Background: an optimization exercise with open tools, aiming at small area, a short achievable clock period and few clock cycles per item. Do not read the settings as production practice.
Only simulation tests tie the RTL to the original design; equivalence was not proved.

## design/flow/run.sh

```bash
#!/bin/bash
# synth_recipe.tcl (not shown) runs the flow's synth.tcl, then flattens the netlist and writes it again
# the make line also repeats each setting of config.mk as NAME=value (left out here)
make -C /OpenROAD-flow-scripts/flow DESIGN_CONFIG=/design/flow/config.mk WORK_HOME=/design/flow/orfs CLKGATE_MAP_FILE= SYNTH_SCRIPT=/design/flow/synth_recipe.tcl finish
```

## design/flow/config.mk

```make
export PLATFORM = sky130hd
export DESIGN_NAME = crc_unit
export DESIGN_NICKNAME = crc_unit
export VERILOG_FILES = /design/flow/design.v
export SDC_FILE = /design/flow/constraint.sdc
export NUM_CORES = 8
export LEC_CHECK = 0
export CAP_MARGIN = 20
export CORE_MARGIN = 2
export CORE_UTILIZATION = 30
export SETUP_SLACK_MARGIN = 1.5
export SLEW_MARGIN = 20
```

## design/flow/constraint.sdc

```tcl
create_clock -name core_clock -period 45.0 [get_ports {clk}]
set_input_delay 9.0000 -clock core_clock [delete_from_list [all_inputs] [get_ports {clk}]]
set_output_delay 9.0000 -clock core_clock [all_outputs]
set_load 0.01 [all_outputs]
```

## design/flow/design.v

```verilog
module crc_unit (
    input  wire        clk,
    input  wire        rst,              
    input  wire [6:0]  cfg_width,        
    input  wire [63:0] cfg_poly,         
    input  wire [63:0] cfg_init,
    input  wire [63:0] cfg_xorout,
    input  wire [5:0]  cfg_opts,         
    input  wire [63:0] cfg_prefix,       
    input  wire [3:0]  cfg_prefix_len,   
    input  wire [11:0] cfg_alive_off,
    input  wire        in_valid,
    output wire        in_ready,
    input  wire        in_sof,
    input  wire        in_eof,
    input  wire [3:0]  in_count,         
    input  wire [63:0] in_data,          
    input  wire        discard,
    input  wire        rebase,
    output reg         res_valid,
    output reg  [63:0] res_value,
    output reg  [2:0]  res_verdict,      
    output reg  [31:0] messages,
    output reg  [31:0] rejections
);
    localparam [2:0] V_NONE = 3'd0, V_OK = 3'd1, V_DIFFERS = 3'd2,
                     V_OOS  = 3'd3, V_BASE = 3'd4;
    wire opt_refin  = cfg_opts[0];
    wire opt_refout = cfg_opts[1];
    wire opt_schf   = cfg_opts[2];
    wire opt_alive  = cfg_opts[3];
    wire opt_verify = cfg_opts[4];
    wire opt_bigend = cfg_opts[5];
    reg [63:0] crc_q;        
    reg [63:0] hold_q;       
    reg [3:0]  hold_cnt_q;
    reg        open_q;       
    reg        pre_done_q;   
    reg [12:0] pos_q;        
    reg [7:0]  ctr_q;        
    reg [7:0]  base_q;
    reg        base_held_q;
    function automatic [7:0] rev8(input [7:0] d);
        integer i;
        begin
            for (i = 0; i < 8; i = i + 1)
                rev8[i] = d[7-i];
        end
    endfunction
    function automatic [63:0] rev64(input [63:0] d);
        integer i;
        begin
            for (i = 0; i < 64; i = i + 1)
                rev64[i] = d[63-i];
        end
    endfunction
    function automatic [63:0] bswap64(input [63:0] d);
        integer i;
        begin
            for (i = 0; i < 8; i = i + 1)
                bswap64[8*i +: 8] = d[8*(7-i) +: 8];
        end
    endfunction
    function automatic [63:0] crc_octets(input [63:0] r, input [63:0] data,
                                         input [3:0] n, input [63:0] pa,
                                         input refin);
        integer i, b;
        reg [7:0] d;
        reg       fb;
        begin
            for (i = 0; i < 8; i = i + 1) begin
                if (i < n) begin
                    d = refin ? rev8(data[8*i +: 8]) : data[8*i +: 8];
                    for (b = 7; b >= 0; b = b - 1) begin
                        fb = r[63] ^ d[b];
                        r  = {r[62:0], 1'b0} ^ (fb ? pa : 64'd0);
                    end
                end
            end
            crc_octets = r;
        end
    endfunction
    wire [6:0]  align   = 7'd64 - cfg_width;
    wire [63:0] poly_a  = cfg_poly << align;
    wire [63:0] init_a  = cfg_init << align;
    wire [3:0]  chk_len = opt_verify ? ((cfg_width + 7'd7) >> 3) : 4'd0;
    wire need_prefix = in_valid && in_sof && opt_schf &&
                       (cfg_prefix_len != 4'd0) && !pre_done_q;
    assign in_ready = !need_prefix;
    wire accept = in_valid && in_ready;
    wire active = accept && (in_sof || open_q);    
    wire [63:0] crc_start = in_sof ? (pre_done_q ? crc_q : init_a) : crc_q;
    wire [63:0] hold_cur  = in_sof ? 64'd0 : hold_q;
    wire [3:0]  hcnt_cur  = in_sof ? 4'd0  : hold_cnt_q;
    wire [12:0] pos_cur   = in_sof ? 13'd0 : pos_q;
    wire [7:0]  ctr_cur   = in_sof ? 8'd0  : ctr_q;
    wire [63:0] data_mask = (in_count >= 4'd8) ? {64{1'b1}}
                                               : ~({64{1'b1}} << (8 * in_count));
    wire [63:0] data_m    = in_data & data_mask;
    wire [127:0] joined    = ({64'd0, data_m} << (8 * hcnt_cur)) | {64'd0, hold_cur};
    wire [4:0]   total     = hcnt_cur + in_count;
    wire [4:0]   n_proc    = (total > chk_len) ? (total - chk_len) : 5'd0;
    wire [127:0] rest      = joined >> (8 * n_proc);
    wire [63:0]  hold_next = rest[63:0];
    wire [3:0]   hcnt_next = total - n_proc;
    wire [63:0] eng_r    = need_prefix ? init_a     : crc_start;
    wire [63:0] eng_data = need_prefix ? cfg_prefix : joined[63:0];
    wire [3:0]  eng_n    = need_prefix ? cfg_prefix_len : n_proc[3:0];
    wire [63:0] eng_out  = crc_octets(eng_r, eng_data, eng_n, poly_a, opt_refin);
    wire [12:0] alive_rel = {1'b0, cfg_alive_off} - pos_cur;
    wire        alive_hit = ({1'b0, cfg_alive_off} >= pos_cur) &&
                            (alive_rel < {9'd0, in_count});
    wire [7:0]  ctr_next  = alive_hit ? in_data[8*alive_rel[2:0] +: 8] : ctr_cur;
    wire [12:0] pos_next  = pos_cur[12] ? pos_cur : pos_cur + {9'd0, in_count};
    wire [63:0] result = (opt_refout ? rev64(eng_out) : (eng_out >> align))
                         ^ cfg_xorout;
    wire [63:0] recv   = opt_bigend ? (bswap64(hold_next) >> (8 * (4'd8 - chk_len)))
                                    : hold_next;
    wire        match  = (result == recv);
    reg [2:0] verdict;
    always @(*) begin
        if (!opt_verify)
            verdict = V_NONE;
        else if (!match)
            verdict = V_DIFFERS;
        else if (!opt_alive)
            verdict = V_OK;
        else if (!base_held_q)
            verdict = V_BASE;
        else if (ctr_next == base_q + 8'd1)
            verdict = V_OK;
        else
            verdict = V_OOS;
    end
    wire reject = (verdict == V_DIFFERS) || (verdict == V_OOS);
    always @(posedge clk) begin
        if (rst) begin
            open_q      <= 1'b0;
            pre_done_q  <= 1'b0;
            base_held_q <= 1'b0;
            res_valid   <= 1'b0;
            messages    <= 32'd0;
            rejections  <= 32'd0;
        end else begin
            res_valid <= 1'b0;
            if (need_prefix) begin
                crc_q      <= eng_out;
                pre_done_q <= 1'b1;
            end
            if (accept)
                pre_done_q <= 1'b0;
            if (active) begin
                crc_q      <= eng_out;
                hold_q     <= hold_next;
                hold_cnt_q <= hcnt_next;
                pos_q      <= pos_next;
                ctr_q      <= ctr_next;
                open_q     <= !in_eof;
                if (in_eof) begin
                    res_valid   <= 1'b1;
                    res_value   <= result;
                    res_verdict <= verdict;
                    if (messages != 32'hFFFFFFFF)
                        messages <= messages + 32'd1;
                    if (reject && rejections != 32'hFFFFFFFF)
                        rejections <= rejections + 32'd1;
                    if (opt_verify && match && opt_alive &&
                        (verdict == V_BASE || verdict == V_OK)) begin
                        base_q      <= ctr_next;
                        base_held_q <= 1'b1;
                    end
                end
            end
            if (!in_valid) begin
                if (discard)
                    open_q <= 1'b0;
                if (rebase)
                    base_held_q <= 1'b0;
            end
        end
    end
endmodule
```

==> results.txt <==
[final timing paths]
path	depth (start not counted)	from	to	slack, ns
worst max-delay path	147	cfg_width[1]	base_q[0]$_DFFE_PP_	2.25
worst max register to register	141	hold_cnt_q[3]$_DFFE_PP_	base_q[0]$_DFFE_PP_	10.76
worst min-delay path	2	pre_done_q$_SDFFE_PP0P_	pre_done_q$_SDFFE_PP0P_	0.48
worst min register to register	2	pre_done_q$_SDFFE_PP0P_	pre_done_q$_SDFFE_PP0P_	0.48
[through the flow]
stage	setup TNS (ns)	worst slack [ns]	cell area (sq um)	std cells	util, %
after floorplan	0	1.51	121000	18300	-
after global placement	-31.59	-0.826	140000	24400	34.8
after detailed placement	-30.35	-0.787	140000	24400	34.8
after CTS	0	1.50	142000	24500	35.2
after global routing	0	1.28	145000	24700	36.0
final	0	2.25	145000	24700	36.0
[area by class of cell]
class                           count  area (sq um)
Fill cell                       43200        258000
Sequential cell                   296          8210
Multi-Input combinational cell  16100        106000
Timing Repair Buffer             2657         22300
Tap cell                         5405          6760
Inverter                          148           594
Clock inverter                     21           205
Antenna cell                       43           108
Clock buffer                       63          1260
[synth_stat cells (all sizes together), types with 143 or more instances]
| library cell | n |
|---|---|
| nor2 | 4261 |
| xnor2 | 3596 |
| nand2 | 1658 |
| a21oi | 1130 |
| o21ai | 1059 |
| clkbuf | 999 |
| buf | 754 |
| mux2i | 421 |
| nand3 | 367 |
| nor3 | 290 |
| o22ai | 264 |
| xor2 | 258 |
| edfxtp | 228 |
| a22oi | 203 |
| a211oi | 196 |
| o211ai | 161 |
| or3 | 143 |
[state kept, by name (all words and copies together), names as in the netlist]
signal	cells
messages	32
base_held_q	1
rejections	32
pos_q	13
hold_cnt_q	4
base_q	8
pre_done_q	1
ctr_q	8
hold_q	64
res_verdict	3
res_valid	1
res_value	64
open_q	1
crc_q	64
[cell families after synthesis]
group / after synthesis / synth area share (%)
compound gates: 4235 / 23.2
xor+xnor: 3904 / 29.2
fa+ha+maj: 39 / 0.433
buf+inv: 1911 / 8.68
flops: 296 / 6.76
mux: 631 / 6.38
simple gates: 7288 / 25.3
[metal layers]
metal | up-vias | global-route usage [%] | part of all wire (%)
met2 | 12700 | 53.0 | 39
met5 | - | 0 | 0.037
li1 | 64600 | - | -
met1 | 72400 | 48.1 | 37
met4 | 38 | 25.9 | 8.9
met3 | 2960 | 13.9 | 15
[worst max-delay path: cells and delay by family]
kind | cells | cell delay, ns
multiplexers | 6 | 1.94
XOR/XNOR | 16 | 3.35
buffers and inverters | 33 | 5.86
AO/OA/AOI/OAI | 53 | 14.04
AND/OR/NAND/NOR | 38 | 8.58
adder cells (fa/ha/maj) | 1 | 0.29
[timing repair]
item / 4_1_cts / 5_1_grt
pin swaps: 13 / 114
resized for setup: 33 / 349
endpoints found under the setup margin: 44 / 97
setup buffers: 18 / 135
gates cloned: 1 / 8
==> impl_metrics.csv <==
group,metric,value,unit
synthesis,synth-main-ff-cell,"edfxtp_1",
clock_tree,clk_path_buf_depth,3,
synthesis,synthCells,18300,
clock_tree,cts.clk_slew.worst_paths,0.06,ns
floorplan,die_w,640,um
floorplan,die-height,640,um
global_routing,antenna_found_initial,62,
routing,drc,0,
sta,fmax,23.4,MHz
routing,viasPerCell,6.17,
floorplan,design.die.area,0.410,sq mm
clock_tree,cts_root_buffer,"clkbuf_16",
sta,tightest_slew,1.39,ns
synthesis,syn_area,0.121,sq mm
routing,finalWirelength,823000,um
global_routing,grt_max_degree,132,
final_layout,mostFrequentLayoutCells,"nor2_1, xnor2_1, buf_4, nand2_1, a21oi_1",
final_layout,layout.nets,19600,
routing,drtIter0Drc,27800,
sta,timing.final.crit_share,95.0,%
final_layout,drive_above_1_share,17.0,%
floorplan,ioPinCount,493,
global_routing,grt_pass1_vias,134000,
clock_tree,cts_sinks,296,
sta,whs,0.478,ns
synthesis,syn_area_per_cell,6.63,sq um
place,hpwl,618000,um
floorplan,coreArea,0.403,sq mm
worst_setup_path,cp_slowest_cell,"a222oi_1",
status,status,"no timing/DRC/antenna violations",
synthesis,yosys.area.top_type,"xnor2_1",
synthesis,yosysUniqueCellTypes,192,
global_routing,grt_pass1_wl,1120000,um
routing,drt.antenna.violating_nets,0,
place,numPortBuffers,492,
global_routing,track_usage,37.9,%
worst_setup_path,critPathLaunchType,"primary input",
worst_setup_path,cp_data_arrival_time,43.15,ns
synthesis,synth_seq_cells,296,
synthesis,yosysWarnings,1,
clock_tree,cts_hold_buf,0,
final_layout,area_delta_synth_final,19.6,%
worst_setup_path,path_class,"primary input to flop",
hold_path,hp-class,"flop to flop",
routing,wire_per_inst,33.3,um
worst_setup_path,end_kind,"flop",
synthesis,synth.area.top_cells,"xnor2_1, nor2_1, edfxtp_1, nand2_1, a21oi_1",
sta,slew_headroom,6.46,%
synthesis,synth_seq_area_share,6.76,%
sta,finalHoldViolCount,0,
clock_tree,tritoncts,"built",
synthesis,synth.top_cell.area_share,25.6,%
floorplan,initial_core_util,30.1,%
place,place.gp.congestion,1.11,
sta,min_period,42.75,ns
final_layout,final_common_cell,"nor2_1",
synthesis,syn-num-nets,18700,
routing,num_vias,153000,
flow_run,cap_viol_max_count,0,
floorplan,num_rows,233,
sta,fin_worst_skew,0.0796,ns
sta,finalSetupViolCount,0,
clock_tree,clk_latency,0.73,ns
clock_tree,cts_buffers,45,
synthesis,synth_async_sr_flop_share,0,%
global_routing,grt_overflow_total,0,
sta,rsz0062_at_grt,"false",
worst_setup_path,max_stage_delay,0.61,ns
worst_setup_path,cpMostUsedCell,"buf_4",
worst_setup_path,critPathRequiredTime,45.40,ns
synthesis,synth-edff-count,228,
worst_setup_path,crit_fanout,19,
routing,first_pass_iters,11,
clock_tree,cts_max_level,2,
sta,final-max-slew-violation-count,0,
Testbench counts, summed over its fixed seeds: cycles 12,612, octets 87,825.

what the ideal ports hide:
How much do the figures lean on ideal ports? The routed layout below was timed once more, with nothing changed but the port constraints.
Step 1 sets driving cells, clkbuf_16 on the clock port and buf_2 on the other inputs (assumed; they add their load-dependent delay and slew).
Step 2 also shifts input and output timing later by t, the mid clock arrival at the registers, as if the neighbouring blocks saw the same clock.
Slacks: ideal ports / drivers / drivers and shift; pairs: ideal ports / drivers.
t (ns): 0.756
setup WS [ns]: 2.247 / 2.235 / 1.479
worst setup path after step 2: input to register
latest minus earliest clock arrival (ns): 0.080 / 0.079
After both steps this run still meets setup and hold. For this run, drivers alone change the setup slack by -0.012 ns; drivers and shift together by -0.768 ns.
